What follows belongs to an exercise in optimizing a design on an open flow for a short achievable clock period and few clock cycles; a production flow would make more cautious choices.
The RTL was checked by simulation tests, not by an equivalence proof against the original design.
Power is estimated from default activity; no workload was simulated.

$ cat design/flow/run.sh
#!/bin/bash
# synth_recipe.tcl (not shown) runs the flow's synth.tcl, then flattens the netlist and writes it again
# the make line also repeats each setting of config.mk as NAME=value (left out here)
make -C /OpenROAD-flow-scripts/flow DESIGN_CONFIG=/design/flow/config.mk WORK_HOME=/design/flow/orfs CLKGATE_MAP_FILE= SYNTH_SCRIPT=/design/flow/synth_recipe.tcl finish
$ cat design/flow/config.mk
export PLATFORM = sky130hd
export DESIGN_NAME = re_core
export DESIGN_NICKNAME = re_core
export VERILOG_FILES = /design/flow/design.v
export SDC_FILE = /design/flow/constraint.sdc
export NUM_CORES = 4
export LEC_CHECK = 0
export CAP_MARGIN = 20
export CORE_MARGIN = 2
export CORE_UTILIZATION = 40
export PLACE_DENSITY = 0.6
export SETUP_SLACK_MARGIN = 5
export SLEW_MARGIN = 20
$ cat design/flow/constraint.sdc
create_clock -name core_clock -period 12.0 [get_ports {clk}]
set_input_delay 2.4000 -clock core_clock [delete_from_list [all_inputs] [get_ports {clk}]]
set_output_delay 2.4000 -clock core_clock [all_outputs]
set_load 0.01 [all_outputs]
$ cat design/flow/design.v
module re_core (
    input  wire        clk,
    input  wire        rst,
    input  wire        dztrap,
    output wire        imem_req,
    output wire [15:0] imem_addr,
    input  wire        imem_ack,
    input  wire        imem_err,
    input  wire [15:0] imem_rdata,
    output reg         dmem_req,
    output reg         dmem_we,
    output reg  [15:0] dmem_addr,
    output reg  [15:0] dmem_wdata,
    input  wire        dmem_ack,
    input  wire        dmem_err,
    input  wire [15:0] dmem_rdata,
    output reg         sys_req,
    output reg  [3:0]  sys_op,
    output reg  [15:0] sys_a,
    output reg  [15:0] sys_b,
    output reg  [15:0] sys_c,
    input  wire        sys_ack,
    input  wire [15:0] sys_r0,
    input  wire [15:0] sys_r1,
    output reg         exc_valid,
    output reg  [2:0]  exc_code,
    output reg  [15:0] exc_pc,
    output reg  [7:0]  exc_info,
    output reg         faulted
);
    localparam EXC_ILLEGAL = 3'd0;
    localparam EXC_DIVZERO = 3'd2;
    localparam EXC_FETCH   = 3'd3;
    localparam EXC_DOUBLE  = 3'd4;
    localparam EXC_TRAP    = 3'd5;
    localparam [15:0] E_RANGE = 16'h0101;
    localparam FN = 0, FZ = 1, FC = 2, FV = 3, FS = 4, FD = 5, FI = 6;
    integer i;
    reg [15:0] g [0:15];
    reg [6:0]  flags;
    reg [15:0] cvec;           
    reg        exc;
    reg [15:0] xpc;
    reg [6:0]  xflg;
    reg        dz_q;           
    reg        started;
    reg [15:0] pend;
    function [15:0] conds(input [6:0] f);
        begin
            conds[0]  = f[FZ];
            conds[1]  = !f[FZ];
            conds[2]  = f[FC];
            conds[3]  = !f[FC];
            conds[4]  = f[FN];
            conds[5]  = !f[FN];
            conds[6]  = f[FV];
            conds[7]  = !f[FV];
            conds[8]  = !f[FC] && !f[FZ];
            conds[9]  = f[FC] || f[FZ];
            conds[10] = (f[FN] == f[FV]);
            conds[11] = (f[FN] != f[FV]);
            conds[12] = !f[FZ] && (f[FN] == f[FV]);
            conds[13] = f[FZ] || (f[FN] != f[FV]);
            conds[14] = 1'b1;
            conds[15] = 1'b1;
        end
    endfunction
    reg        f_out;          
    reg [15:0] f_addr;         
    reg        f_kill;         
    reg [15:0] fpc;            
    reg [7:0]  fpc_hi_inc;     
    reg [7:0]  fpc_hi_dec;     
    reg        exp_w2;         
    reg        w2_jmp;         
    reg        hold;           
    reg        brdy;           
    reg        cur_v;
    reg [15:0] cur_a;
    reg        cur_ph;         
    reg        cur_bus;        
    reg        l_hit;
    reg [15:0] l_data;
    reg        l_rdir;
    reg [15:0] cd [0:63];
    reg [9:0]  ct [0:63];
    reg        cr [0:63];      
    reg [63:0] cvv;
    function [5:0] cidx(input [15:0] a);
        cidx = a[5:0] ^ {a[9:7], 3'b000} ^ {4'b0000, a[11:10]};
    endfunction
    function ill_fn(input [15:0] w);
        begin
            ill_fn = 1'b0;
            case (w[15:12])
                4'h0: ill_fn = (w[3:0] >= 4'hD) && w[8];
                4'h1: begin
                    case (w[3:0])
                        4'h3: ill_fn = w[8];
                        4'h4: ill_fn = (w[7:4] != 4'h0);
                        4'h5: ill_fn = (w[11:8] != 4'h0);
                        4'h6: ill_fn = (w[7:4] != 4'h0);
                        4'h7: ill_fn = (w[11:8] != 4'h0);
                        4'h8, 4'h9, 4'hB: ill_fn = (w[11:4] != 8'h00);
                        4'hA, 4'hC, 4'hD, 4'hE, 4'hF: ill_fn = 1'b1;
                        default: ill_fn = 1'b0;
                    endcase
                end
                4'h5: ill_fn = (w[7:0] != 8'h00);
                4'h8: ill_fn = (w[11:8] == 4'hF);
                4'h9: begin
                    if (w[11:9] == 3'b000)      ill_fn = (w[7:0] != 8'h00);
                    else if (w[11:9] == 3'b001) ill_fn = (w[3:0] != 4'h0);
                    else                        ill_fn = 1'b1;
                end
                4'hB: ill_fn = (w[3:0] > 4'h1);
                4'hC: ill_fn = (w[3:0] > 4'h2) || (w[7:4] > 4'hD);
                4'hD: ill_fn = (w[11:8] != 4'h0);
                4'hE, 4'hF: ill_fn = 1'b1;
                default: ill_fn = 1'b0;
            endcase
        end
    endfunction
    function rdir_fn(input [15:0] w);
        rdir_fn = ill_fn(w) || (w[15:12] == 4'h8) || (w[15:12] == 4'hD) ||
                  (w[15:12] == 4'h9 && w[10:9] != 2'b00) ||
                  (w[15:12] == 4'h1 && w[3:0] == 4'hB);
    endfunction
    reg [2:0]  q_cnt;
    reg [15:0] q_w   [0:3];
    reg [15:0] q_pc  [0:3];
    reg [15:0] q_tg  [0:3];    
    reg [3:0]  q_ci  [0:3];    
    reg [3:0]  q_ei  [0:3];    
    reg [20:0] q_pd  [0:3];    
    localparam P_TW = 0, P_ILL = 1, P_ERR = 2, P_CF = 3, P_BCC = 4, P_EXC = 5,
               P_RDD = 6, P_RDS = 7, P_RDC = 8, P_RDE = 9, P_RDF = 10,
               P_WRD = 11, P_WRD1 = 12, P_WR15 = 13, P_WRS1 = 14,
               P_MEM = 15, P_SYS = 16, P_DIV = 17, P_WF = 18, P_JR = 19, P_RETX = 20;
    wire        src_c = !cur_ph && l_hit;      
    wire [15:0] rw    = src_c ? l_data : imem_rdata;
    wire        r_err = !src_c && imem_err;
    wire [3:0]  r_op = rw[15:12];
    wire [3:0]  r_d  = rw[11:8];
    wire [3:0]  r_s  = rw[7:4];
    wire [3:0]  r_x  = rw[3:0];
    wire r_illw = ill_fn(rw);
    wire r_two  = (rw[7:0] == 8'h00) && (r_op == 4'h5 || (r_op == 4'h9 && r_d[3:1] == 3'b000));
    wire r_ok   = !exp_w2 && !r_err && !r_illw;
    wire p_tw   = r_ok && r_two;
    wire p_ill  = !exp_w2 && !r_err && r_illw;
    wire p_err  = r_err;
    wire p_trap = r_ok && (r_op == 4'hD);
    wire p_jmp  = exp_w2 && w2_jmp && !r_err;
    wire p_retx = r_ok && (r_op == 4'h1) && (r_x == 4'hB);
    wire p_jr   = r_ok && (r_op == 4'h9) && r_d[1];
    wire p_bcc  = r_ok && (r_op == 4'h8);
    wire p_cf   = p_bcc || p_jr || p_retx;
    reg [20:0] p_pd;
    always @(*) begin
        p_pd = 21'd0;
        p_pd[P_TW]   = p_tw;
        p_pd[P_ILL]  = p_ill;
        p_pd[P_ERR]  = p_err;
        p_pd[P_CF]   = p_cf;
        p_pd[P_BCC]  = p_bcc;
        p_pd[P_EXC]  = p_ill || p_err || p_trap;
        p_pd[P_JR]   = p_jr;
        p_pd[P_RETX] = p_retx;
        if (r_ok) begin
            p_pd[P_RDD] = (r_op == 4'h0 && r_x != 4'h7) || (r_op == 4'h1 && r_x == 4'h3) ||
                          r_op == 4'h2 || r_op == 4'h3 || r_op == 4'h7;
            p_pd[P_RDS] = r_op == 4'h0 ||
                          (r_op == 4'h1 && (r_x <= 4'h3 || r_x == 4'h5 || r_x == 4'h7)) ||
                          r_op == 4'h6 || r_op == 4'h7 || (r_op == 4'h9 && r_d[1]) ||
                          r_op == 4'hA || r_op == 4'hB || r_op == 4'hC;
            p_pd[P_RDC] = r_op == 4'hA || r_op == 4'hC;
            p_pd[P_RDE] = r_op == 4'hC;
            p_pd[P_RDF] = (r_op == 4'h1 && (r_x == 4'h4 || r_x == 4'hB)) || r_op == 4'h8 ||
                          r_op == 4'hD;
            p_pd[P_WRD] = (r_op == 4'h0 && r_x != 4'h8) || (r_op == 4'h1 && (r_x <= 4'h4 || r_x == 4'h6)) ||
                          r_op == 4'h2 || r_op == 4'h4 || r_op == 4'h5 || r_op == 4'h6 ||
                          r_op == 4'hA || r_op == 4'hB || r_op == 4'hC;
            p_pd[P_WRD1] = (r_op == 4'h0 && r_x >= 4'hD) || (r_op == 4'h1 && r_x == 4'h3);
            p_pd[P_WR15] = r_op == 4'h9 && r_d[0];
            p_pd[P_WRS1] = r_op == 4'hC;
            p_pd[P_MEM]  = r_op == 4'h6 || r_op == 4'h7;
            p_pd[P_SYS]  = (r_op == 4'h1 && r_x >= 4'h6 && r_x <= 4'h9) ||
                           r_op == 4'hA || r_op == 4'hB || r_op == 4'hC;
            p_pd[P_DIV]  = r_op == 4'h0 && r_x >= 4'hE;
            p_pd[P_WF]   = (r_op == 4'h0 && r_x <= 4'hD) || (r_op == 4'h1 && (r_x <= 4'h3 || r_x == 4'h5)) ||
                           r_op == 4'h2 || r_op == 4'h3;
        end
        if (p_trap) p_pd[P_RDF] = 1'b1;
    end
    wire [8:0]  tg_lo = {1'b0, fpc[7:0]} + {1'b0, rw[7:0]};
    wire [7:0]  tg_hi = (tg_lo[8] && !rw[7]) ? fpc_hi_inc :
                        (!tg_lo[8] && rw[7]) ? fpc_hi_dec : fpc[15:8];
    wire [15:0] p_tg  = {tg_hi, tg_lo[7:0]};
    wire [3:0]  p_ci  = (r_op == 4'hC) ? (r_s + 4'd1) : r_x;
    wire [3:0]  p_ei  = r_s + 4'd2;
    wire [15:0] iw = q_w[0];
    wire [3:0]  op = iw[15:12];
    wire [3:0]  fd = iw[11:8];
    wire [3:0]  fs = iw[7:4];
    wire [3:0]  fx = iw[3:0];
    wire [15:0] simm8 = {{8{iw[7]}}, iw[7:0]};
    wire [15:0] w2 = q_w[1];
    wire [20:0] pd = q_pd[0];
    wire v0 = (q_cnt != 3'd0);
    wire v1 = (q_cnt[2] || q_cnt[1]);
    wire inst_ok = v0 && (!pd[P_TW] || v1);
    wire x_err  = pd[P_ERR] || (pd[P_TW] && q_pd[1][P_ERR]);
    wire op1    = (op == 4'h1);
    wire c_retx = pd[P_RETX];
    wire x_ill  = pd[P_ILL] || (c_retx && !exc);
    wire ok     = !x_err && !pd[P_ILL];
    wire c_trap = ok && (op == 4'hD);
    wire x_exc  = pd[P_EXC] || (pd[P_TW] && q_pd[1][P_ERR]) || (c_retx && !exc);
    wire c_retx_ok = c_retx && exc;
    wire c_op0    = ok && (op == 4'h0);
    wire c_addsub = (c_op0 && (fx <= 4'h3 || fx == 4'h8)) || (ok && op1 && fx <= 4'h1) ||
                    (ok && (op == 4'h2 || op == 4'h3));
    wire c_logic  = (c_op0 && fx >= 4'h4 && fx <= 4'h7) || (ok && op1 && fx == 4'h2);
    wire c_shift  = c_op0 && fx >= 4'h9 && fx <= 4'hC;
    wire c_mul    = (c_op0 && fx == 4'hD) || (ok && op1 && fx == 4'h3);
    wire c_div    = c_op0 && fx >= 4'hE;
    wire c_mff    = ok && op1 && fx == 4'h4;
    wire c_mtf    = ok && op1 && fx == 4'h5;
    wire c_claim  = ok && op1 && fx == 4'h6;
    wire c_sig    = ok && op1 && fx == 4'h7;
    wire c_kick   = ok && op1 && fx == 4'h8;
    wire c_sleep  = ok && op1 && fx == 4'h9;
    wire c_ldi    = ok && op == 4'h4;
    wire c_ldl    = ok && op == 4'h5;
    wire c_ld     = ok && op == 4'h6;
    wire c_st     = ok && op == 4'h7;
    wire c_bcc    = pd[P_BCC];
    wire c_call   = ok && op == 4'h9 && fd == 4'h1;
    wire c_jr     = pd[P_JR];                       
    wire c_callr  = c_jr && fd[0];
    wire c_wait   = ok && op == 4'hA;
    wire c_cmab   = ok && op == 4'hB;
    wire c_ureq   = ok && op == 4'hC;
    wire [3:0] ci = q_ci[0];
    wire [3:0] ei = q_ei[0];
    reg        x2_v;
    reg [15:0] x2_wm;           
    reg        x2_wf;           
    wire [15:0] busy = pend | x2_wm;
    wire haz = (pd[P_RDD] && busy[fd]) || (pd[P_RDS] && busy[fs]) || (pd[P_RDC] && busy[ci]) ||
               (pd[P_RDE] && busy[ei]) || ((pd[P_RDF] || x_exc) && x2_wf) ||
               (pd[P_WRD] && pend[fd]) || (pd[P_WRD1] && pend[{fd[3:1], 1'b1}]) ||
               (pd[P_WR15] && pend[15]) || (pd[P_WRS1] && pend[ci]);
    reg dq_v, sq_v;
    reg [1:0] dv_st;            
    wire div_busy = (dv_st != 2'd0);
    wire bus_busy = dmem_req || dq_v || sys_req || sq_v;
    wire fire_gen = inst_ok && !faulted && !div_busy && !haz &&
                    !(pd[P_MEM] && dq_v) && !(pd[P_SYS] && sq_v) &&
                    !(x_exc && exc && bus_busy);
    wire fire = pd[P_BCC] ? brdy : fire_gen;
    wire bcc_tk = brdy && cvec[fd];
    wire dv_decide = (dv_st == 2'd1);
    wire c_hit  = cur_v && src_c;
    wire c_ack  = cur_v && cur_bus && imem_ack;
    wire cmpl   = c_hit || c_ack;
    wire rdir_c = exp_w2 ? w2_jmp : l_rdir;
    wire rdir_b = imem_err || (exp_w2 ? w2_jmp : rdir_fn(imem_rdata));
    wire p_rdir = src_c ? rdir_c : rdir_b;
    wire room    = ({1'b0, q_cnt} + {3'd0, cur_v}) <= 4'd3;
    wire ok_base = started && !faulted && !dv_decide && !hold && room;
    wire issue_reg = brdy || (ok_base && (!cur_v || (c_hit && !rdir_c)));
    wire issue     = brdy || (ok_base && (!cur_v || (cmpl && !p_rdir)));
    wire [15:0] issue_addr = bcc_tk ? q_tg[0] : fpc;
    wire launch_cur = !f_out && cur_v && !cur_bus && (cur_ph || !l_hit);
    wire launch_new = !f_out && issue_reg;
    wire [15:0] ia1 = issue_addr + 16'd1;
    reg        imem_req_r;
    reg        bsel_r;
    reg [15:0] base_r;
    assign imem_req  = imem_req_r;
    assign imem_addr = bsel_r ? q_tg[0] : base_r;
    wire [5:0]  ci1 = cidx(fpc);
    wire [5:0]  ci2 = cidx(q_tg[0]);
    wire        lh1 = cvv[ci1] && (ct[ci1] == fpc[15:6]);
    wire        lh2 = cvv[ci2] && (ct[ci2] == q_tg[0][15:6]);
    wire [5:0]  cfi = cidx(f_addr);
    wire [15:0] ra = g[fd];
    wire [15:0] rb = g[fs];
    wire [15:0] rc = g[ci];
    wire [15:0] re = g[ei];
    wire [15:0] pc0  = q_pc[0];
    wire [15:0] pc0p1 = pc0 + 16'd1;
    wire [15:0] pc0p2 = pc0 + 16'd2;
    wire wait_bad = (rb != 16'hFFFF) && (rb > 16'h017F);
    wire cmab_bad = (rb[15:3] != 13'd0);
    wire ureq_bad = (rb >= 16'h0018);
    wire sig_ok   = (rb >= 16'h0100) && (rb <= 16'h017F);
    wire erange   = (c_wait && wait_bad) || (c_cmab && cmab_bad) || (c_ureq && ureq_bad);
    wire        m_sg = (op == 4'h0);
    wire [16:0] m_a  = {m_sg & ra[15], ra};
    wire [17:0] m_b  = {{2{m_sg & rb[15]}}, rb};
    reg  [31:0] pp [0:9];
    reg  [2:0]  bd;
    reg  [31:0] ax;
    always @(*) begin
        ax = {{15{m_a[16]}}, m_a};
        pp[9] = 32'd0;
        for (i = 0; i < 9; i = i + 1) begin
            bd = (i == 0) ? {m_b[1:0], 1'b0} : m_b[2*i+1 -: 3];
            case (bd)
                3'b001, 3'b010: pp[i] = ax << (2*i);
                3'b011:         pp[i] = ax << (2*i+1);
                3'b100: begin   pp[i] = (~ax) << (2*i+1); pp[9] = pp[9] | (32'd1 << (2*i+1)); end
                3'b101, 3'b110: begin pp[i] = (~ax) << (2*i); pp[9] = pp[9] | (32'd1 << (2*i)); end
                default:        pp[i] = 32'd0;
            endcase
        end
    end
    wire [31:0] l1s0 = pp[0] ^ pp[1] ^ pp[2];
    wire [31:0] l1c0 = ((pp[0] & pp[1]) | (pp[0] & pp[2]) | (pp[1] & pp[2])) << 1;
    wire [31:0] l1s1 = pp[3] ^ pp[4] ^ pp[5];
    wire [31:0] l1c1 = ((pp[3] & pp[4]) | (pp[3] & pp[5]) | (pp[4] & pp[5])) << 1;
    wire [31:0] l1s2 = pp[6] ^ pp[7] ^ pp[8];
    wire [31:0] l1c2 = ((pp[6] & pp[7]) | (pp[6] & pp[8]) | (pp[7] & pp[8])) << 1;
    wire [31:0] l2s0 = l1s0 ^ l1c0 ^ l1s1;
    wire [31:0] l2c0 = ((l1s0 & l1c0) | (l1s0 & l1s1) | (l1c0 & l1s1)) << 1;
    wire [31:0] l2s1 = l1c1 ^ l1s2 ^ l1c2;
    wire [31:0] l2c1 = ((l1c1 & l1s2) | (l1c1 & l1c2) | (l1s2 & l1c2)) << 1;
    wire [31:0] l3s0 = l2s0 ^ l2c0 ^ l2s1;
    wire [31:0] l3c0 = ((l2s0 & l2c0) | (l2s0 & l2s1) | (l2c0 & l2s1)) << 1;
    wire        m_zero = (ra == 16'h0000) || (rb == 16'h0000);
    localparam K_ADD = 3'd0, K_LOG = 3'd1, K_SH = 3'd2, K_MUL = 3'd3, K_PASS = 3'd4, K_MTF = 3'd5;
    reg [2:0]  x2_k;
    reg [15:0] x2_a, x2_b;
    reg [3:0]  x2_d;
    reg        x2_wd, x2_wd1;
    reg        x2_sub, x2_sat;
    reg [1:0]  x2_lf;           
    reg [1:0]  x2_sf;           
    reg        x2_sh16, x2_shbig, x2_keepc;
    reg        x2_mz;
    reg [31:0] x2_m0, x2_m1, x2_m2, x2_m3;
    wire [15:0] e_y   = x2_sub ? ~x2_b : x2_b;
    wire [16:0] e_sum = {1'b0, x2_a} + {1'b0, e_y} + {16'd0, x2_sub};
    wire [15:0] e_res = e_sum[15:0];
    wire        e_c   = x2_sub ? !e_sum[16] : e_sum[16];
    wire        e_v   = (x2_a[15] == e_y[15]) && (e_res[15] != x2_a[15]);
    wire [15:0] e_addv = (x2_sat && e_v) ? (x2_a[15] ? 16'h8000 : 16'h7FFF) : e_res;
    reg [15:0] e_log;
    always @(*) begin
        case (x2_lf)
            2'd0: e_log = x2_a & x2_b;
            2'd1: e_log = x2_a | x2_b;
            2'd2: e_log = x2_a ^ x2_b;
            default: e_log = x2_b;
        endcase
    end
    reg [15:0] e_sh;
    reg        e_shc;
    reg [16:0] e_t;
    reg [4:0]  e_k;
    always @(*) begin
        e_k = x2_sh16 ? 5'd16 : {1'b0, x2_b[3:0]};
        e_t = 17'd0;
        case (x2_sf)
            2'd0: begin
                e_t = {1'b0, x2_a} << e_k;
                e_sh = e_t[15:0];  e_shc = e_t[16];
                if (x2_shbig) begin e_sh = 16'h0000; e_shc = 1'b0; end
            end
            2'd1: begin
                e_t = {x2_a, 1'b0} >> e_k;
                e_sh = e_t[16:1];  e_shc = e_t[0];
                if (x2_shbig) begin e_sh = 16'h0000; e_shc = 1'b0; end
            end
            2'd2: begin
                e_t = $signed({x2_a, 1'b0}) >>> e_k;
                e_sh = e_t[16:1];  e_shc = e_t[0];
                if (x2_shbig) begin e_sh = {16{x2_a[15]}}; e_shc = x2_a[15]; end
            end
            default: begin
                e_sh = (x2_a >> x2_b[3:0]) | (x2_a << (5'd16 - {1'b0, x2_b[3:0]}));
                e_shc = e_sh[15];
            end
        endcase
    end
    wire [31:0] l4s = x2_m0 ^ x2_m1 ^ x2_m2;
    wire [31:0] l4c = ((x2_m0 & x2_m1) | (x2_m0 & x2_m2) | (x2_m1 & x2_m2)) << 1;
    wire [31:0] l5s = l4s ^ l4c ^ x2_m3;
    wire [31:0] l5c = ((l4s & l4c) | (l4s & x2_m3) | (l4c & x2_m3)) << 1;
    wire [31:0] e_prod = l5s + l5c;
    reg [15:0] e_val;
    always @(*) begin
        case (x2_k)
            K_ADD:   e_val = e_addv;
            K_LOG:   e_val = e_log;
            K_SH:    e_val = e_sh;
            K_MUL:   e_val = e_prod[15:0];
            default: e_val = x2_b;
        endcase
    end
    reg [15:0] dv_a, dv_am, dv_bm;
    reg        dv_sg, dv_bz, dv_qn, dv_rn, dv_ovf;
    reg [3:0]  dv_d;
    reg [15:0] dv_pc1;
    reg [15:0] dv_rem, dv_q;
    reg [2:0]  dv_n;
    reg [19:0] dv_m [1:15];
    wire        m_sg_div = (fx == 4'hE);
    wire [15:0] d_am = (m_sg_div && ra[15]) ? (16'h0000 - ra) : ra;
    wire [15:0] d_bm = (m_sg_div && rb[15]) ? (16'h0000 - rb) : rb;
    wire [2:0] d_nn = (dv_am[15:12] != 4'd0) ? 3'd4 : (dv_am[11:8] != 4'd0) ? 3'd3 :
                      (dv_am[7:4] != 4'd0) ? 3'd2 : (dv_am[3:0] != 4'd0) ? 3'd1 : 3'd0;
    wire [19:0] d_t = {dv_rem, dv_am[15:12]};
    reg  [20:0] d_diff [1:15];
    reg  [3:0]  d_dig;
    reg  [15:0] d_nrem;
    always @(*) begin
        d_dig = 4'd0;
        d_nrem = d_t[15:0];
        for (i = 1; i < 16; i = i + 1) begin
            d_diff[i] = {1'b0, d_t} - {1'b0, dv_m[i]};
            if (!d_diff[i][20]) begin
                d_dig = i;
                d_nrem = d_diff[i][15:0];
            end
        end
    end
    wire [15:0] d_qf = dv_qn ? (16'h0000 - dv_q) : dv_q;
    wire [15:0] d_rf = dv_rn ? (16'h0000 - dv_rem) : dv_rem;
    wire [6:0]  d0_flags = {flags[FI], 1'b1, flags[FS], 1'b0, 1'b0, 1'b0, dv_sg ? dv_a[15] : 1'b1};
    wire [19:0] bm20 = {4'd0, dv_bm};
    wire dv_zdo   = dv_decide && dv_bz && !(dz_q && exc && bus_busy);
    wire dv_trap  = dv_zdo && dz_q;
    reg [6:0] flags_n;
    always @(*) begin
        flags_n = flags;
        if (x2_v) begin
            case (x2_k)
                K_ADD: begin
                    flags_n[FN] = e_addv[15];
                    flags_n[FZ] = (e_addv == 16'h0000);
                    flags_n[FC] = e_c;
                    flags_n[FV] = e_v;
                    if (x2_sat && e_v) flags_n[FS] = 1'b1;
                end
                K_LOG: begin
                    flags_n[FN] = e_log[15];
                    flags_n[FZ] = (e_log == 16'h0000);
                end
                K_SH: begin
                    flags_n[FN] = e_sh[15];
                    flags_n[FZ] = (e_sh == 16'h0000);
                    flags_n[FV] = 1'b0;
                    if (!x2_keepc) flags_n[FC] = e_shc;
                end
                K_MUL: begin
                    flags_n[FN] = e_prod[31];
                    flags_n[FZ] = x2_mz;
                    flags_n[FC] = 1'b0;
                    flags_n[FV] = 1'b0;
                end
                K_MTF: flags_n = x2_b[6:0];
                default: ;
            endcase
        end
        if (fire && x_exc && !exc)
            flags_n[FI] = 1'b0;
        if (fire && c_retx_ok) begin
            flags_n[FN] = xflg[FN];
            flags_n[FZ] = xflg[FZ];
            flags_n[FC] = xflg[FC];
            flags_n[FV] = xflg[FV];
            flags_n[FI] = xflg[FI];
            flags_n[FS] = xflg[FS] | flags[FS];
            flags_n[FD] = xflg[FD] | flags[FD];
        end
        if (dv_zdo)
            flags_n = (dz_q && !exc) ? {1'b0, d0_flags[5:0]} : d0_flags;
        if (dv_st == 2'd3) begin
            flags_n[FN] = d_qf[15];
            flags_n[FZ] = (d_qf == 16'h0000);
            flags_n[FC] = 1'b0;
            flags_n[FV] = dv_ovf;
        end
    end
    reg        dq_we;
    reg [15:0] dq_addr, dq_wdata;
    reg [3:0]  dq_rd;
    reg [3:0]  dm_rd;           
    reg [3:0]  sq_op;
    reg [15:0] sq_a, sq_b, sq_c;
    reg [3:0]  sq_d, sq_d2;
    reg        sq_hd, sq_gen;
    reg [3:0]  sy_d, sy_d2;
    reg        sy_hd, sy_gen;
    wire [15:0] n_daddr = rb + {12'd0, fx};
    reg  [3:0]  n_sop;
    reg         n_spush, n_shd;
    always @(*) begin
        n_spush = 1'b0;
        n_shd = 1'b0;
        n_sop = 4'd0;
        if (c_wait)  begin n_spush = !wait_bad; n_shd = 1'b1; n_sop = 4'd0; end
        if (c_cmab)  begin n_spush = !cmab_bad; n_shd = 1'b1; n_sop = fx[0] ? 4'd2 : 4'd1; end
        if (c_ureq)  begin n_spush = !ureq_bad; n_shd = 1'b1; n_sop = 4'd3 + fx; end
        if (c_sig)   begin n_spush = sig_ok;    n_sop = 4'd6; end
        if (c_claim) begin n_spush = 1'b1; n_shd = 1'b1; n_sop = 4'd7; end
        if (c_sleep) begin n_spush = 1'b1; n_sop = 4'd8; end
        if (c_kick)  begin n_spush = 1'b1; n_sop = 4'd9; end
    end
    wire [15:0] n_sb = c_ureq ? {8'h00, rc[7:0]} : rc;
    wire d_free = !dmem_req || dmem_ack;
    wire s_free = !sys_req || sys_ack;
    wire push_m = fire && pd[P_MEM];
    wire push_s = fire && pd[P_SYS] && n_spush;
    wire [1:0] n_cons = !fire ? 2'd0 : (pd[P_TW] ? 2'd2 : 2'd1);
    wire [2:0] q_rem  = q_cnt - {1'b0, n_cons};
    wire       arrive = cmpl;
    wire [2:0] q_cnt_n = dv_trap ? 3'd0 : (q_rem + {2'd0, arrive});
    reg [15:0] nq_w  [0:3];
    reg [15:0] nq_pc [0:3];
    reg [15:0] nq_tg [0:3];
    reg [3:0]  nq_ci [0:3];
    reg [3:0]  nq_ei [0:3];
    reg [20:0] nq_pd [0:3];
    always @(*) begin
        for (i = 0; i < 4; i = i + 1) begin
            if (i < q_cnt) begin
                nq_w[i] = q_w[i]; nq_pc[i] = q_pc[i]; nq_tg[i] = q_tg[i];
                nq_ci[i] = q_ci[i]; nq_ei[i] = q_ei[i]; nq_pd[i] = q_pd[i];
            end else begin
                nq_w[i] = rw; nq_pc[i] = cur_a; nq_tg[i] = p_tg;
                nq_ci[i] = p_ci; nq_ei[i] = p_ei; nq_pd[i] = p_pd;
            end
            if (fire) begin
                if (!pd[P_TW]) begin
                    if (i < 3 && i + 1 < q_cnt) begin
                        nq_w[i] = q_w[i+1]; nq_pc[i] = q_pc[i+1]; nq_tg[i] = q_tg[i+1];
                        nq_ci[i] = q_ci[i+1]; nq_ei[i] = q_ei[i+1]; nq_pd[i] = q_pd[i+1];
                    end else begin
                        nq_w[i] = rw; nq_pc[i] = cur_a; nq_tg[i] = p_tg;
                        nq_ci[i] = p_ci; nq_ei[i] = p_ei; nq_pd[i] = p_pd;
                    end
                end else begin
                    if (i < 2 && i + 2 < q_cnt) begin
                        nq_w[i] = q_w[i+2]; nq_pc[i] = q_pc[i+2]; nq_tg[i] = q_tg[i+2];
                        nq_ci[i] = q_ci[i+2]; nq_ei[i] = q_ei[i+2]; nq_pd[i] = q_pd[i+2];
                    end else begin
                        nq_w[i] = rw; nq_pc[i] = cur_a; nq_tg[i] = p_tg;
                        nq_ci[i] = p_ci; nq_ei[i] = p_ei; nq_pd[i] = p_pd;
                    end
                end
            end
        end
    end
    wire x2_wf_n   = fire && pd[P_WF];
    wire cur_v_n   = !dv_trap && (issue || (cur_v && !cmpl));
    wire f_out_n   = (f_out && !imem_ack) || launch_cur || launch_new;
    wire divb_n    = (dv_st != 2'd0) || (fire && c_div);
    wire faulted_n = faulted || (fire && x_exc && exc) || dv_decide;
    wire brdy_n    = nq_pd[0][P_BCC] && (q_cnt_n != 3'd0) && !x2_wf_n && !cur_v_n &&
                     !f_out_n && !divb_n && !faulted_n;
    wire [15:0] f_addr_n = launch_cur ? cur_a : (launch_new ? issue_addr : f_addr);
    wire        f_kill_n = (dv_trap && f_out && !imem_ack) ? 1'b1 :
                           (cmpl && cur_bus && !imem_ack) ? 1'b1 :
                           (f_out && imem_ack) ? 1'b0 : f_kill;
    wire [15:0] cur_a_n  = issue ? issue_addr : cur_a;
    wire        cur_ph_n = issue ? 1'b0 : (cur_v ? 1'b1 : cur_ph);
    wire        cur_bus_n = dv_trap ? 1'b0 : issue ? launch_new : launch_cur ? 1'b1 :
                            cmpl ? 1'b0 : cur_bus;
    wire [15:0] fpc_n    = (dv_trap && !exc) ? 16'h0004 :
                           (fire && c_jr) ? rb :
                           (fire && c_retx) ? (exc ? xpc : 16'h0006) :
                           issue ? ia1 :
                           (cmpl && (p_err || p_ill)) ? 16'h0006 :
                           (cmpl && p_trap) ? 16'h0004 :
                           (cmpl && p_jmp) ? rw : fpc;
    wire        hold_n   = dv_trap ? 1'b0 : (fire && pd[P_CF]) ? 1'b0 :
                           (cmpl && p_cf) ? 1'b1 : hold;
    wire        exp_w2_n = dv_trap ? 1'b0 : cmpl ? p_tw : exp_w2;
    wire        w2_jmp_n = cmpl ? (p_tw && (r_op == 4'h9)) : w2_jmp;
    wire        flt_n    = faulted || (fire && x_exc && exc) || (dv_trap && exc);
    wire        dvdec_n  = (fire && c_div) || (dv_decide && dv_bz && !dv_zdo);
    wire        l_hit_n  = bcc_tk ? lh2 : lh1;
    wire        l_rdir_n = bcc_tk ? cr[ci2] : cr[ci1];
    wire        room_n   = ({1'b0, q_cnt_n} + {3'd0, cur_v_n}) <= 4'd3;
    wire        okb_n    = !flt_n && !dvdec_n && !hold_n && room_n;
    wire        chit_n   = cur_v_n && !cur_ph_n && l_hit_n;
    wire        rdirc_n  = exp_w2_n ? w2_jmp_n : l_rdir_n;
    wire        lc_n     = !f_out_n && cur_v_n && !cur_bus_n && (cur_ph_n || !l_hit_n);
    wire        ln_n     = !f_out_n && (brdy_n || (okb_n && (!cur_v_n || (chit_n && !rdirc_n))));
    wire        req_n    = f_out_n || lc_n || ln_n;
    wire [15:0] base_n   = f_out_n ? f_addr_n : (lc_n ? cur_a_n : fpc_n);
    wire [15:0] cvec_n   = conds(flags_n);
    wire        bsel_n   = brdy_n && cvec_n[nq_w[0][11:8]];
    always @(posedge clk) begin
        if (rst) begin
            started  <= 1'b0;
            dz_q     <= dztrap;
            flags    <= 7'h00;
            cvec     <= conds(7'h00);
            exc      <= 1'b0;
            xpc      <= 16'h0000;
            xflg     <= 7'h00;
            for (i = 0; i < 16; i = i + 1)
                g[i] <= 16'h0000;
            pend     <= 16'h0000;
            f_out    <= 1'b0;
            f_addr   <= 16'h0000;
            f_kill   <= 1'b0;
            cur_v    <= 1'b0;
            cur_ph   <= 1'b0;
            cur_bus  <= 1'b0;
            cvv      <= 64'd0;
            fpc      <= 16'h0000;
            fpc_hi_inc <= 8'h01;
            fpc_hi_dec <= 8'hFF;
            exp_w2   <= 1'b0;
            w2_jmp   <= 1'b0;
            hold     <= 1'b0;
            brdy     <= 1'b0;
            imem_req_r <= 1'b0;
            bsel_r   <= 1'b0;
            base_r   <= 16'h0000;
            q_cnt    <= 3'd0;
            x2_v     <= 1'b0;
            x2_wm    <= 16'h0000;
            x2_wf    <= 1'b0;
            x2_wd    <= 1'b0;
            x2_wd1   <= 1'b0;
            x2_k     <= K_PASS;
            dv_st    <= 2'd0;
            dq_v     <= 1'b0;
            sq_v     <= 1'b0;
            dmem_req <= 1'b0;
            dmem_we  <= 1'b0;
            dmem_addr <= 16'h0000;
            dmem_wdata <= 16'h0000;
            sys_req  <= 1'b0;
            sys_op   <= 4'h0;
            sys_a    <= 16'h0000;
            sys_b    <= 16'h0000;
            sys_c    <= 16'h0000;
            exc_valid <= 1'b0;
            exc_code <= 3'd0;
            exc_pc   <= 16'h0000;
            exc_info <= 8'h00;
            faulted  <= 1'b0;
        end else begin
            started   <= 1'b1;
            dz_q      <= dztrap;
            exc_valid <= 1'b0;
            flags     <= flags_n;
            cvec      <= conds(flags_n);
            brdy      <= brdy_n;
            imem_req_r <= req_n;
            bsel_r  <= bsel_n;
            base_r  <= base_n;
            l_hit   <= l_hit_n;
            l_data  <= bcc_tk ? cd[ci2] : cd[ci1];
            l_rdir  <= l_rdir_n;
            f_out   <= f_out_n;
            f_addr  <= f_addr_n;
            f_kill  <= f_kill_n;
            cur_v   <= cur_v_n;
            cur_a   <= cur_a_n;
            cur_ph  <= cur_ph_n;
            cur_bus <= cur_bus_n;
            fpc     <= fpc_n;
            hold    <= hold_n;
            exp_w2  <= exp_w2_n;
            w2_jmp  <= w2_jmp_n;
            if (issue) begin
                fpc_hi_inc <= ia1[15:8] + 8'd1;
                fpc_hi_dec <= ia1[15:8] - 8'd1;
            end
            if (f_out && imem_ack && !imem_err) begin
                cd[cfi]  <= imem_rdata;
                ct[cfi]  <= f_addr[15:6];
                cr[cfi]  <= rdir_fn(imem_rdata);
                cvv[cfi] <= 1'b1;
            end
            for (i = 0; i < 4; i = i + 1) begin
                q_w[i]  <= nq_w[i];
                q_pc[i] <= nq_pc[i];
                q_tg[i] <= nq_tg[i];
                q_ci[i] <= nq_ci[i];
                q_ei[i] <= nq_ei[i];
                q_pd[i] <= nq_pd[i];
            end
            q_cnt <= q_cnt_n;
            if (dmem_req && dmem_ack && !dmem_we) begin
                if (!dmem_err) g[dm_rd] <= dmem_rdata;
            end
            if (sys_req && sys_ack) begin
                if (sy_hd) g[sy_d] <= sys_r0;
                if (sy_gen && sys_r0 == 16'h0000) g[sy_d2] <= {8'h00, sys_r1[7:0]};
            end
            if (x2_v) begin
                if (x2_wd)  g[x2_d] <= e_val;
                if (x2_wd1) g[{x2_d[3:1], 1'b1}] <= e_prod[31:16];
            end
            x2_v  <= 1'b0;
            x2_wm <= 16'h0000;
            x2_wf <= x2_wf_n;
            x2_a   <= ra;
            x2_b   <= rb;
            x2_d   <= fd;
            x2_wd  <= 1'b0;
            x2_wd1 <= 1'b0;
            x2_sub <= 1'b0;
            x2_sat <= 1'b0;
            x2_k   <= K_PASS;
            x2_lf  <= fx[1:0];
            x2_sf  <= fx[1:0] - 2'd1;
            x2_sh16  <= (rb == 16'd16);
            x2_shbig <= (rb > 16'd16);
            x2_keepc <= (fx == 4'hC) ? (rb[3:0] == 4'd0) : (rb == 16'h0000);
            x2_mz  <= m_zero;
            x2_m0  <= l3s0;
            x2_m1  <= l3c0;
            x2_m2  <= l2c1;
            x2_m3  <= pp[9];
            if (fire) begin
                if (x_exc) begin
                    exc_valid <= 1'b1;
                    exc_pc    <= c_trap ? pc0p1 : pc0;
                    if (exc) begin
                        exc_code <= EXC_DOUBLE;
                        exc_info <= 8'h00;
                        faulted  <= 1'b1;
                    end else begin
                        exc_code <= x_err ? EXC_FETCH : (x_ill ? EXC_ILLEGAL : EXC_TRAP);
                        exc_info <= (c_trap && !x_ill && !x_err) ? iw[7:0] : 8'h00;
                        xpc      <= c_trap ? pc0p1 : pc0;
                        xflg     <= flags;
                        exc      <= 1'b1;
                    end
                end
                if (c_retx_ok)
                    exc <= 1'b0;
                if (c_addsub) begin
                    x2_v  <= 1'b1;
                    x2_k  <= K_ADD;
                    if (op == 4'h0) begin
                        x2_sub <= fx[0] || (fx == 4'h8);
                        x2_sat <= (fx == 4'h2 || fx == 4'h3);
                        x2_wd  <= (fx != 4'h8);
                        x2_wm  <= (fx != 4'h8) ? (16'd1 << fd) : 16'd0;
                    end else if (op == 4'h1) begin
                        x2_a   <= 16'h0000;
                        x2_sub <= 1'b1;
                        x2_sat <= fx[0];
                        x2_wd  <= 1'b1;
                        x2_wm  <= 16'd1 << fd;
                    end else begin
                        x2_b   <= simm8;
                        x2_sub <= (op == 4'h3);
                        x2_wd  <= (op == 4'h2);
                        x2_wm  <= (op == 4'h2) ? (16'd1 << fd) : 16'd0;
                    end
                end
                if (c_logic) begin
                    x2_v  <= 1'b1;
                    x2_k  <= K_LOG;
                    x2_wd <= 1'b1;
                    x2_wm <= 16'd1 << fd;
                    if (op1) begin
                        x2_b  <= ~rb;
                        x2_lf <= 2'd3;
                    end
                end
                if (c_shift) begin
                    x2_v  <= 1'b1;
                    x2_k  <= K_SH;
                    x2_wd <= 1'b1;
                    x2_wm <= 16'd1 << fd;
                end
                if (c_mul) begin
                    x2_v   <= 1'b1;
                    x2_k   <= K_MUL;
                    x2_wd  <= 1'b1;
                    x2_wd1 <= 1'b1;
                    x2_wm  <= 16'd3 << {fd[3:1], 1'b0};
                end
                if (c_mff) begin
                    x2_v  <= 1'b1;
                    x2_b  <= {9'd0, flags};
                    x2_wd <= 1'b1;
                    x2_wm <= 16'd1 << fd;
                end
                if (c_mtf) begin
                    x2_v  <= 1'b1;
                    x2_k  <= K_MTF;
                end
                if (c_ldi) begin
                    x2_v  <= 1'b1;
                    x2_b  <= simm8;
                    x2_wd <= 1'b1;
                    x2_wm <= 16'd1 << fd;
                end
                if (c_ldl) begin
                    x2_v  <= 1'b1;
                    x2_b  <= w2;
                    x2_wd <= 1'b1;
                    x2_wm <= 16'd1 << fd;
                end
                if (c_call || c_callr) begin
                    x2_v  <= 1'b1;
                    x2_b  <= c_call ? pc0p2 : pc0p1;
                    x2_d  <= 4'd15;
                    x2_wd <= 1'b1;
                    x2_wm <= 16'h8000;
                end
                if (erange) begin
                    x2_v  <= 1'b1;
                    x2_b  <= E_RANGE;
                    x2_wd <= 1'b1;
                    x2_wm <= 16'd1 << fd;
                end
            end
            if (dq_v) begin
                if (d_free) begin
                    dmem_we    <= dq_we;
                    dmem_addr  <= dq_addr;
                    dmem_wdata <= dq_wdata;
                    dm_rd      <= dq_rd;
                    dq_v       <= 1'b0;
                end
            end else if (push_m) begin
                if (d_free) begin
                    dmem_req   <= 1'b1;
                    dmem_we    <= c_st;
                    dmem_addr  <= n_daddr;
                    dmem_wdata <= ra;
                    dm_rd      <= fd;
                end else begin
                    dq_v     <= 1'b1;
                    dq_we    <= c_st;
                    dq_addr  <= n_daddr;
                    dq_wdata <= ra;
                    dq_rd    <= fd;
                end
            end else if (dmem_ack) begin
                dmem_req <= 1'b0;
            end
            if (sq_v) begin
                if (s_free) begin
                    sys_op <= sq_op;
                    sys_a  <= sq_a;
                    sys_b  <= sq_b;
                    sys_c  <= sq_c;
                    sy_d   <= sq_d;
                    sy_d2  <= sq_d2;
                    sy_hd  <= sq_hd;
                    sy_gen <= sq_gen;
                    sq_v   <= 1'b0;
                end
            end else if (push_s) begin
                if (s_free) begin
                    sys_req <= 1'b1;
                    sys_op  <= n_sop;
                    sys_a   <= rb;
                    sys_b   <= n_sb;
                    sys_c   <= re;
                    sy_d    <= fd;
                    sy_d2   <= ci;
                    sy_hd   <= n_shd;
                    sy_gen  <= c_ureq;
                end else begin
                    sq_v   <= 1'b1;
                    sq_op  <= n_sop;
                    sq_a   <= rb;
                    sq_b   <= n_sb;
                    sq_c   <= re;
                    sq_d   <= fd;
                    sq_d2  <= ci;
                    sq_hd  <= n_shd;
                    sq_gen <= c_ureq;
                end
            end else if (sys_ack) begin
                sys_req <= 1'b0;
            end
            begin : pend_upd
                reg [15:0] p;
                p = pend;
                if (dmem_req && dmem_ack && !dmem_we) p[dm_rd] = 1'b0;
                if (sys_req && sys_ack) begin
                    if (sy_hd)  p[sy_d]  = 1'b0;
                    if (sy_gen) p[sy_d2] = 1'b0;
                end
                if (push_m && c_ld) p[fd] = 1'b1;
                if (push_s && n_shd) p[fd] = 1'b1;
                if (push_s && c_ureq) p[ci] = 1'b1;
                pend <= p;
            end
            if (fire && c_div) begin
                dv_st  <= 2'd1;
                dv_a   <= ra;
                dv_am  <= d_am;
                dv_bm  <= d_bm;
                dv_sg  <= m_sg_div;
                dv_bz  <= (rb == 16'h0000);
                dv_qn  <= m_sg_div && (ra[15] ^ rb[15]);
                dv_rn  <= m_sg_div && ra[15];
                dv_ovf <= m_sg_div && (ra == 16'h8000) && (rb == 16'hFFFF);
                dv_d   <= fd;
                dv_pc1 <= pc0p1;
            end
            case (dv_st)
                2'd1: begin
                    if (dv_bz) begin
                        if (dv_zdo) begin
                            g[dv_d] <= dv_sg ? (dv_a[15] ? 16'h8000 : 16'h7FFF) : 16'hFFFF;
                            g[{dv_d[3:1], 1'b1}] <= dv_a;
                            dv_st <= 2'd0;
                            if (dz_q) begin
                                exc_valid <= 1'b1;
                                exc_pc    <= dv_pc1;
                                exc_info  <= 8'h00;
                                if (exc) begin
                                    exc_code <= EXC_DOUBLE;
                                    faulted  <= 1'b1;
                                end else begin
                                    exc_code <= EXC_DIVZERO;
                                    xpc      <= dv_pc1;
                                    xflg     <= d0_flags;
                                    exc      <= 1'b1;
                                end
                            end
                        end
                    end else begin
                        dv_m[1]  <= bm20;
                        dv_m[2]  <= bm20 << 1;
                        dv_m[3]  <= bm20 + (bm20 << 1);
                        dv_m[4]  <= bm20 << 2;
                        dv_m[5]  <= bm20 + (bm20 << 2);
                        dv_m[6]  <= (bm20 + (bm20 << 1)) << 1;
                        dv_m[7]  <= (bm20 << 3) - bm20;
                        dv_m[8]  <= bm20 << 3;
                        dv_m[9]  <= (bm20 << 3) + bm20;
                        dv_m[10] <= (bm20 + (bm20 << 2)) << 1;
                        dv_m[11] <= (bm20 << 3) + (bm20 << 1) + bm20;
                        dv_m[12] <= (bm20 + (bm20 << 1)) << 2;
                        dv_m[13] <= (bm20 << 3) + (bm20 << 2) + bm20;
                        dv_m[14] <= ((bm20 << 3) - bm20) << 1;
                        dv_m[15] <= (bm20 << 4) - bm20;
                        dv_rem <= 16'h0000;
                        dv_q   <= 16'h0000;
                        dv_n   <= d_nn;
                        case (d_nn)
                            3'd3: dv_am <= dv_am << 4;
                            3'd2: dv_am <= dv_am << 8;
                            3'd1: dv_am <= dv_am << 12;
                            default: ;
                        endcase
                        dv_st <= (d_nn == 3'd0) ? 2'd3 : 2'd2;
                    end
                end
                2'd2: begin
                    dv_rem <= d_nrem;
                    dv_q   <= {dv_q[11:0], d_dig};
                    dv_am  <= dv_am << 4;
                    dv_n   <= dv_n - 3'd1;
                    if (dv_n == 3'd1) dv_st <= 2'd3;
                end
                2'd3: begin
                    g[dv_d] <= d_qf;
                    g[{dv_d[3:1], 1'b1}] <= d_rf;
                    dv_st <= 2'd0;
                end
                default: ;
            endcase
        end
    end
endmodule
==> results of run 1 <==
Yosys cell counts, drive strengths merged, types with 40 or more instances:
library cell	number
edfxtp	2820
nand2	1578
nor2	1424
mux4	1412
a21oi	1194
clkbuf	944
o21ai	931
inv	587
ha	555
mux2i	439
xnor2	393
dfxtp	358
buf	347
o211ai	325
nand3	306
a22oi	282
nor3	258
o22ai	224
a211oi	221
xor2	221
fa	184
nor2b	123
nand2b	116
a21o	111
o21a	111
a31oi	109
mux2	104
nor4	91
o221ai	90
or3	90
and3	80
and2	72
o31ai	64
a221oi	63
nand4	62
a21boi	45
o21bai	45
a311oi	40
or2	40
flip-flops by register name, indices dropped and copies added (netlist names), 17 cells and up, named ones only:
signal and count:
cd 1024, dv_m 136, x2_m0 32, ct 640, q_w 64, q_tg 64, x2_m3 17, q_pc 64
cvv 64, q_pd 80, x2_m1 27, g 256, x2_m2 19, cr 64
cell families (layout without fill, tap and decap cells):
group | count (synthesis) | in the layout | share of synthesized area, %
adder cells (fa/ha/maj) | 741 | 741 | 5.335
AO/OA/AOI/OAI | 4262 | 4262 | 13.67
multiplexers | 1955 | 1955 | 18.75
XOR/XNOR | 614 | 614 | 2.728
other | 1 | 35 | 0.001879
buffers and inverters | 1895 | 2062 | 3.795
AND/OR/NAND/NOR | 4368 | 4369 | 9.702
flip-flops | 3178 | 3178 | 46.02
timing repair:
item	4_1_cts	5_1_grt
buffers inserted	2	5
gates resized for setup	7	13
cloned	1	1
hold buffers	0	0
setup endpoints to repair	43	47
hold endpoints to repair	0	0
pin swaps	0	1
layout make-up:
| type | instances | area (um2) | area share, % |
|---|---|---|---|
| inverters | 604 | 2280 | 1.024 |
| multi-input cells | 11940 | 101500 | 45.60 |
| well taps | 6655 | 8327 | 3.741 |
| repair buffers | 799 | 6651 | 2.988 |
| clock inverters | 206 | 2248 | 1.010 |
| diodes | 34 | 85.08 | 0.03823 |
| clock buffers | 453 | 9582 | 4.305 |
| flip-flops and latches | 3178 | 91920 | 41.30 |
where the power goes:
group	switching, mW	internal, mW
Clock	4.97	6.39
Sequential	1.88	15.0
Combinational	27.9	16.9
metal layers:
metal	GRT usage [%]	vias to the layer above	part of all wire, %	routed length (um)
li1	-	65700	-	-
met1	40.92	79690	36	302800
met2	48.65	11490	43	364300
met3	9.577	2621	13	107500
met4	20.27	22	7.8	65290
met5	0	-	0.041	347
how the worst max path moves through the flow:
stage | to | slack [ns] | cells after the start
floorplan | x2_m0[31]$_DFFE_PN_ | 5.38 | 22
global placement | imem_req_r$_SDFF_PP0_ | 4.13 | 16
detailed placement | imem_req_r$_SDFF_PP0_ | 4.04 | 16
CTS | imem_req_r$_SDFF_PP0_ | 5.04 | 19
global route | x2_m0[31]$_DFFE_PN_ | 5.05 | 19
finish | g[9][15]$_DFFE_PP_ | 4.89 | 10
worst reg2reg max path: cells and delay by family (launching register included):
family	cells	cell delay, ns
AO/OA/AOI/OAI	8	3.06
AND/OR/NAND/NOR	3	0.89
flip-flops	1	0.88
adder cells (fa/ha/maj)	3	0.82
buffers and inverters	3	0.78
XOR/XNOR	2	0.32
metrics by stage:
step,cells,setup WS [ns],total power [mW]
2_1_floorplan,17010,5.382,44.50
3_3_place_gp,23160,4.133,59.64
3_5_place_dp,23160,4.036,60.31
4_1_cts,23820,5.037,71.66
6_report,23870,4.891,73.05
5_1_grt,23850,5.052,76.00
==> impl_metrics.csv, run 1 <==
group,metric,value,unit
route,wirelength,840.3,mm
finish,flow.area_growth_from_synthesis,11.52,%
critical_path,arrival,7.69,ns
synthesis,postSynth.topFlopCell,"sky130_fd_sc_hd__edfxtp_1",
sta,timing.final.crit_share,59.24,%
critical_path,crit_type,"input pin to flip-flop",
finish,final_cell_mix,"sky130_fd_sc_hd__edfxtp_1 (2820), sky130_fd_sc_hd__nand2_1 (1567), sky130_fd_sc_hd__mux4_2 (1397)",
critical_path,cp_top_family,"simple AND/OR/NAND/NOR gates",
cts,cts_buffers,358,
critical_path,critical_path_required,12.58,ns
cts,clock_sink_count,3178,
finish,mostFrequentLayoutCell,"sky130_fd_sc_hd__edfxtp_1",
sta,min_period,7.109,ns
global_routing,track_usage,32.34,%
sta,hold_slack,0.4580,ns
route,drt_drc_violations_left,0,
cts,skew_pair_late_insertion_delay,1.07,ns
synthesis,synth_edf_count,2820,
synthesis,yosysWarnings,16,
finish,final_nets,17690,
floorplanning,die_y,710.4,um
power,powerDensity,328.2,mW/mm2
floorplanning,num_rows,259,
cts,clk_pin_slew,0.06,ns
outcome,outcome,"finished clean",
critical_path,slowest_stage,"sky130_fd_sc_hd__clkdlybuf4s50_1",
finish,post-route-util,44.77,%
critical_path,crit_path_max_fanout,17,
placed_design,port-buffer-count,196,
synthesis,post-synth-top-area-fraction,42.43,%
critical_path,worstReg2RegEnd,"imem_req_r$_SDFF_PP0_",
min_path,timing.hold.worst_path_depth,2,
sta,rsz0062_at_grt,"no",
synthesis,post_synth.cell_area_avg,11.73,um2
finish,final_layout_size_suffix_gt1_share,17.47,%
global_routing,grt_remaining_overflow,0,
floorplanning,dieArea,0.5046,mm2
global_routing,grt_antenna_before_repair,44,
route,drt_iter0_drc,25280,
run,timing.max_cap.violations,0,
synthesis,yosysUniqueCellTypes,109,
sta,fmaxAchievable,140.7,MHz
sta,final_max_slew_viol_count,0,
synthesis,synth.cell_area,0.1996,mm2
sta,final.setup.tns,0,ns
synthesis,syn-instance-count,17010,
critical_path,worst_path_largest_cell_delay,1.03,ns
route,dr.pass1.iters,9,
min_path,hold_path_end,"dmem_addr[11]$_SDFFE_PP0P_",
placed_design,post_dp_cell_area,0.2104,mm2
floorplanning,initial_standard_cell_utilization_of_the_core,40.15,%
synthesis,largest_area_contributor_in_the_netlist,"sky130_fd_sc_hd__edfxtp_1",
finish,n_fill_cell,45630,
floorplanning,boundary_pins,205,
critical_path,crit_path_start_kind,"input pin",
sta,tightestPinTransition,1.319,ns
route,detailroute.via_count,159500,
floorplanning,design.core.area,0.4971,mm2
critical_path,reg2reg_from,"q_cnt[2]$_SDFF_PP0_",
synthesis,synth_seq_cells,3178,
power,largest_vdd_supply_drop,0.0006506,V
synthesis,postSynth.asyncResetShare,0,%
route,detail_route.wl_per_cell,35.20,um
cts,cts-htree-levels,5,
global_routing,grt_start_max_net_pins,160,
synthesis,synth_seq_area_share,46.02,%
cts,tritoncts,"yes",
route,final_antenna_net_count,0,
sta,slew_headroom,12.05,%
floorplanning,die_width,710.4,um
critical_path,setup.reg_to_reg.worst_slack,5.13,ns
placed_design,place_hpwl,566.4,mm
synthesis,dominant_cells_by_area_after_synthesis,"sky130_fd_sc_hd__edfxtp_1 (42%), sky130_fd_sc_hd__mux4_2 (16%), sky130_fd_sc_hd__dfxtp_1 (3.6%)",
critical_path,depth_of_the_worst_register_to_register_path,19,
synthesis,mappedNetlistNets,17830,
min_path,min-delay-path-class,"flip-flop to flip-flop",
cts,max-clock-path-buffers,4,
sta,finalHoldViolCount,0,
placed_design,gpl.final_weighted_congestion,1.025,
global_routing,grt_pass1_wl,1163,mm
finish,design_area,0.2226,mm2
sta,timing.final.setup_violations,0,
min_path,hp-start,"dmem_addr[11]$_SDFFE_PP0P_",
global_routing,first_global_vias,150100,
critical_path,path_cells,"clkdlybuf4s50_1 -> nor4_1 -> nand4_1 -> nor4_1 -> and2_1 -> nand2_2 -> nand2_2 -> o22ai_1 -> o21ai_0 -> o21ai_0",
route,viasPerCell,6.683,
cts,cts.root.buffer_cell,"sky130_fd_sc_hd__clkbuf_16",
power,power_leakage,76.06,nW
sta,fin_skew,0.09047,ns
critical_path,timing.critical_path.from,"sys_r0[4]",
critical_path,cp_num_buf_inv,1,
critical_path,worst_setup_path_end_kind,"flip-flop",
Testbench counts, summed over its fixed seeds: cycles 52,365.
==> run 2: changes to the inputs <==
==> design/flow/flow/run.sh (new file) <==
#!/bin/bash
set -o pipefail
bash standard.sh SETUP_SLACK_MARGIN=6.5 SKIP_INCREMENTAL_REPAIR=1 SKIP_LAST_GASP=1 finish > standard_flow.log 2>&1
==> design/flow/standard.sh (new file) <==
#!/bin/bash
# synth_recipe.tcl (not shown) runs the flow's synth.tcl, then flattens the netlist and writes it again
# the make line also repeats each setting of config.mk as NAME=value (left out here)
make -C /OpenROAD-flow-scripts/flow DESIGN_CONFIG=/design/flow/config.mk WORK_HOME=/design/flow/orfs CLKGATE_MAP_FILE= SYNTH_SCRIPT=/design/flow/synth_recipe.tcl "${@:-finish}"
--- a/design/flow/config.mk
+++ b/design/flow/config.mk
@@ -9,5 +9,4 @@
 export CORE_MARGIN = 2
 export CORE_UTILIZATION = 40
 export PLACE_DENSITY = 0.6
-export SETUP_SLACK_MARGIN = 5
 export SLEW_MARGIN = 20
removed: design/flow/run.sh
==> impl_metrics.csv, run 2 <==
group,metric,value,unit
route,final_antenna_net_count,0,
floorplanning,dieArea,0.5046,mm2
global_routing,grt_start_max_net_pins,133,
floorplanning,die_width,710.4,um
synthesis,largest_area_contributor_in_the_netlist,"sky130_fd_sc_hd__edfxtp_1",
critical_path,setup.reg_to_reg.worst_slack,6.00,ns
critical_path,arrival,6.63,ns
sta,tightestPinTransition,1.656,ns
finish,post-route-util,45.12,%
global_routing,grt_pass1_wl,1150,mm
placed_design,pre_cts_ws,4.471,ns
critical_path,worstReg2RegEnd,"g[1][13]$_DFFE_PP_",
synthesis,yosysUniqueCellTypes,109,
sta,min_period,6.002,ns
sta,timing.final.crit_share,50.02,%
floorplanning,design.core.area,0.4971,mm2
critical_path,setup.worst_path.end,"g[1][13]$_DFFE_PP_",
critical_path,crit_type,"flip-flop to flip-flop",
critical_path,slowest_stage,"sky130_fd_sc_hd__a211oi_1",
critical_path,timing.critical_path.from,"x2_m0[13]$_DFFE_PN_",
outcome,checkFailReasons,"max-capacitance violations, max-slew violations",
placed_design,gpl.final_weighted_congestion,1.047,
floorplanning,boundary_pins,205,
synthesis,post_synth.cell_area_avg,11.73,um2
cts,skew_pair_late_insertion_delay,1.07,ns
power,power_switching,34.15,mW
finish,final_cell_mix,"sky130_fd_sc_hd__edfxtp_1 (2820), sky130_fd_sc_hd__nand2_1 (1549), sky130_fd_sc_hd__mux4_2 (1397)",
route,wirelength,828.2,mm
cts,postCtsSetupBuffers,79,
global_routing,grt_remaining_overflow,0,
placed_design,port-buffer-count,196,
sta,setup_ws,5.998,ns
power,powerDensity,325.4,mW/mm2
global_routing,grt_antenna_before_repair,64,
power,clockPowerShare,15.8,%
route,viasPerCell,6.668,
cts,cts.root.buffer_cell,"sky130_fd_sc_hd__clkbuf_16",
finish,max_reg_flops,1024,
route,drt_iter0_drc,24290,
finish,reg.largest.list,"cd: 1024 flops, ct: 640 flops, g: 256 flops",
sta,final_max_slew_viol_count,11,
min_path,min-delay-path-class,"flip-flop to flip-flop",
sta,final.setup.tns,0,ns
synthesis,synth_commonest_cells,"sky130_fd_sc_hd__edfxtp_1 (2820), sky130_fd_sc_hd__nand2_1 (1577), sky130_fd_sc_hd__nor2_1 (1423)",
power,largest_vdd_supply_drop,0.0005131,V
global_routing,first_global_vias,150100,
cts,cts_buffers,359,
run,timing.max_cap.violations,4,
power,fin_total_pwr,72.98,mW
sta,fin_skew,0.09180,ns
synthesis,synth_seq_cells,3178,
outcome,outcome,"failed layout checks",
critical_path,path_cells,"fa_1 -> inv_1 -> fa_1 -> inv_1 -> ha_1 -> o21a_1 -> o21a_1 -> o21ai_0 -> a22oi_1 -> a21boi_0 -> o21bai_1 -> a221o_1 -> a21oi_1 -> o21ai_0 -> xor2_1 -> buf_4 -> nor2_1 -> a211oi_1",
sta,hold_slack,0.4548,ns
route,dr.pass1.iters,11,
critical_path,crit_path_start_kind,"flip-flop",
synthesis,postSynth.topFlopCell,"sky130_fd_sc_hd__edfxtp_1",
cts,tritoncts,"yes",
cts,cts-resized-gates,190,
power,p_sw_share,46.80,%
floorplanning,initial_standard_cell_utilization_of_the_core,40.15,%
power,power_leakage,76.70,nW
cts,hold_bufs_inserted_after_cts,0,
cts,max-clock-path-buffers,4,
placed_design,place_hpwl,547.0,mm
finish,max_flop_register,"cd",
floorplanning,die_y,710.4,um
synthesis,yosysWarnings,16,
global_routing,track_usage,31.93,%
synthesis,mappedNetlistNets,17830,
sta,fmaxAchievable,166.6,MHz
route,detailroute.via_count,159600,
critical_path,worst_setup_path_end_kind,"flip-flop",
critical_path,critical_path_required,12.63,ns
floorplanning,num_rows,259,
cts,clk_pin_slew,0.06,ns
synthesis,postSynth.asyncResetShare,0,%
finish,final_layout_size_suffix_gt1_share,18.28,%
cts,clock_sink_count,3178,
finish,final_nets,17740,
synthesis,dominant_cells_by_area_after_synthesis,"sky130_fd_sc_hd__edfxtp_1 (42%), sky130_fd_sc_hd__mux4_2 (16%), sky130_fd_sc_hd__dfxtp_1 (3.6%)",
critical_path,crit_path_max_fanout,8,
synthesis,post-synth-top-area-fraction,42.43,%
synthesis,syn-instance-count,17010,
sta,slew_headroom,-11.33,%
power,comb_pwr_share,61.7,%
sta,finalHoldViolCount,0,
critical_path,reg2reg_from,"x2_m0[13]$_DFFE_PN_",
synthesis,synth_edf_count,2820,
route,drt_drc_violations_left,0,
synthesis,synthMostInstantiatedCell,"sky130_fd_sc_hd__edfxtp_1",
critical_path,depth_of_the_worst_register_to_register_path,18,
critical_path,worst_path_largest_cell_delay,0.86,ns
cts,cts-htree-levels,5,
synthesis,synth.cell_area,0.1996,mm2
sta,timing.final.setup_violations,0,
synthesis,synth_seq_area_share,46.02,%
finish,mostFrequentLayoutCell,"sky130_fd_sc_hd__edfxtp_1",
power,power_frac_seq,22.5,%
finish,flow.area_growth_from_synthesis,12.39,%
route,detail_route.wl_per_cell,34.61,um
power,intPower,38.83,mW
[run 2: cell counts after synthesis]
No cell type changed its count.
[run 2: cell type report]
class / instances / area [um2]
Antenna cell: 48 / 120.1
Multi-Input combinational cell: 11950 / 102000
Tap cell: 6655 / 8327
Inverter: 604 / 2301
Timing Repair Buffer: 836 / 7579
Fill cell: 45290 / 272800
Sequential cell: 3178 / 91900
Clock inverter: 211 / 2236
Clock buffer: 450 / 9811
[run 2: metal layers]
metal | vias to the layer above | track usage [%] | share of wire, %
met5 | - | 0.009520 | 0.023
met4 | 30 | 20.48 | 7.9
met3 | 2623 | 9.994 | 13
met2 | 11320 | 47.03 | 43
met1 | 79780 | 40.72 | 36
li1 | 65800 | - | -
[run 2: logic make-up after synthesis]
kind of cell / share of synthesized area, %
other: 0.001879
buffers and inverters: 3.795
and+or+nand+nor: 9.702
AOI/OAI and AO/OA: 13.67
muxes: 18.75
adders and majority gates: 5.335
DFF: 46.02
xor gates and xnor gates: 2.728
[run 2: through the flow]
| stage | instance area [um2] | std cells |
|---|---|---|
| floorplan | 200200 | 17010 |
| global placement | 210300 | 23130 |
| detailed placement | 210300 | 23130 |
| CTS | 224200 | 23880 |
| global route | 224200 | 23890 |
| finish | 224300 | 23930 |
[run 2: worst max-delay path: cells and delay by family, from the launching register on]
family | cells | cell delay (ns)
XOR/XNOR | 1 | 0.19
buffers and inverters | 3 | 0.38
flip-flops | 1 | 0.40
AO/OA/AOI/OAI | 10 | 3.18
adder cells (fa/ha/maj) | 3 | 1.39
AND/OR/NAND/NOR | 1 | 0.07
[run 2: worst min-delay path by stage]
| stage | slack (ns) | startpoint | cells after the start | endpoint |
|---|---|---|---|---|
| floorplan | 0.42 | q_ci[0][2]$_DFFE_PP_ | 0 | sq_d2[2]$_DFFE_PP_ |
| global placement | 0.44 | dmem_addr[10]$_SDFFE_PP0P_ | 2 | dmem_addr[10]$_SDFFE_PP0P_ |
| detailed placement | 0.45 | dmem_addr[6]$_SDFFE_PP0P_ | 2 | dmem_addr[6]$_SDFFE_PP0P_ |
| CTS | 0.46 | dmem_addr[6]$_SDFFE_PP0P_ | 2 | dmem_addr[6]$_SDFFE_PP0P_ |
| global route | 0.48 | xflg[1]$_SDFF_PP0_ | 2 | xflg[1]$_SDFF_PP0_ |
| finish | 0.45 | dmem_addr[6]$_SDFFE_PP0P_ | 2 | dmem_addr[6]$_SDFFE_PP0P_ |
[run 2: power groups by stage]
| stage | logic, mW | clock network [mW] | registers [mW] |
|---|---|---|---|
| 6_report | 45.0 | 11.5 | 16.4 |
| 5_1_grt | 47.7 | 12.0 | 16.5 |
| 4_1_cts | 43.9 | 11.6 | 16.4 |
| 3_5_place_dp | 42.8 | 0 | 16.7 |
| 3_3_place_gp | 42.5 | 0 | 16.7 |
| 2_1_floorplan | 28.9 | 0 | 15.8 |

==> static timing again, ports no longer ideal <==
Ports are ideal in the flow. The routed layouts listed here were re-timed in OpenROAD.
Step 1 (the two cells are an assumption about what drives the block):
set clk [get_ports {clk}]
set_driving_cell -lib_cell sky130_fd_sc_hd__clkbuf_16 $clk
set_driving_cell -lib_cell sky130_fd_sc_hd__buf_2 [delete_from_list [all_inputs] $clk]
Step 2 times the ports against the registers' clock, not the clock port: input delays grow and output delays shrink by t, the midpoint of the rising clock arrivals with the driver on.
Three values: ideal ports, drivers, drivers and shift; two values: the first two.
run | shift t [ns] | setup WS [ns] | worst hold slack (ns) | worst setup path after step 2
run 1 | 1.159 | 4.891 / 4.871 / 3.712 | 0.458 / 0.458 / 0.458 | input to register
run 2 | 1.141 | 5.998 / 5.998 / 4.986 | 0.455 / 0.455 / 0.455 | input to register
The setup slack of run 1, which loses most, moves by -0.020 ns with the drivers and by -1.179 ns with both steps.
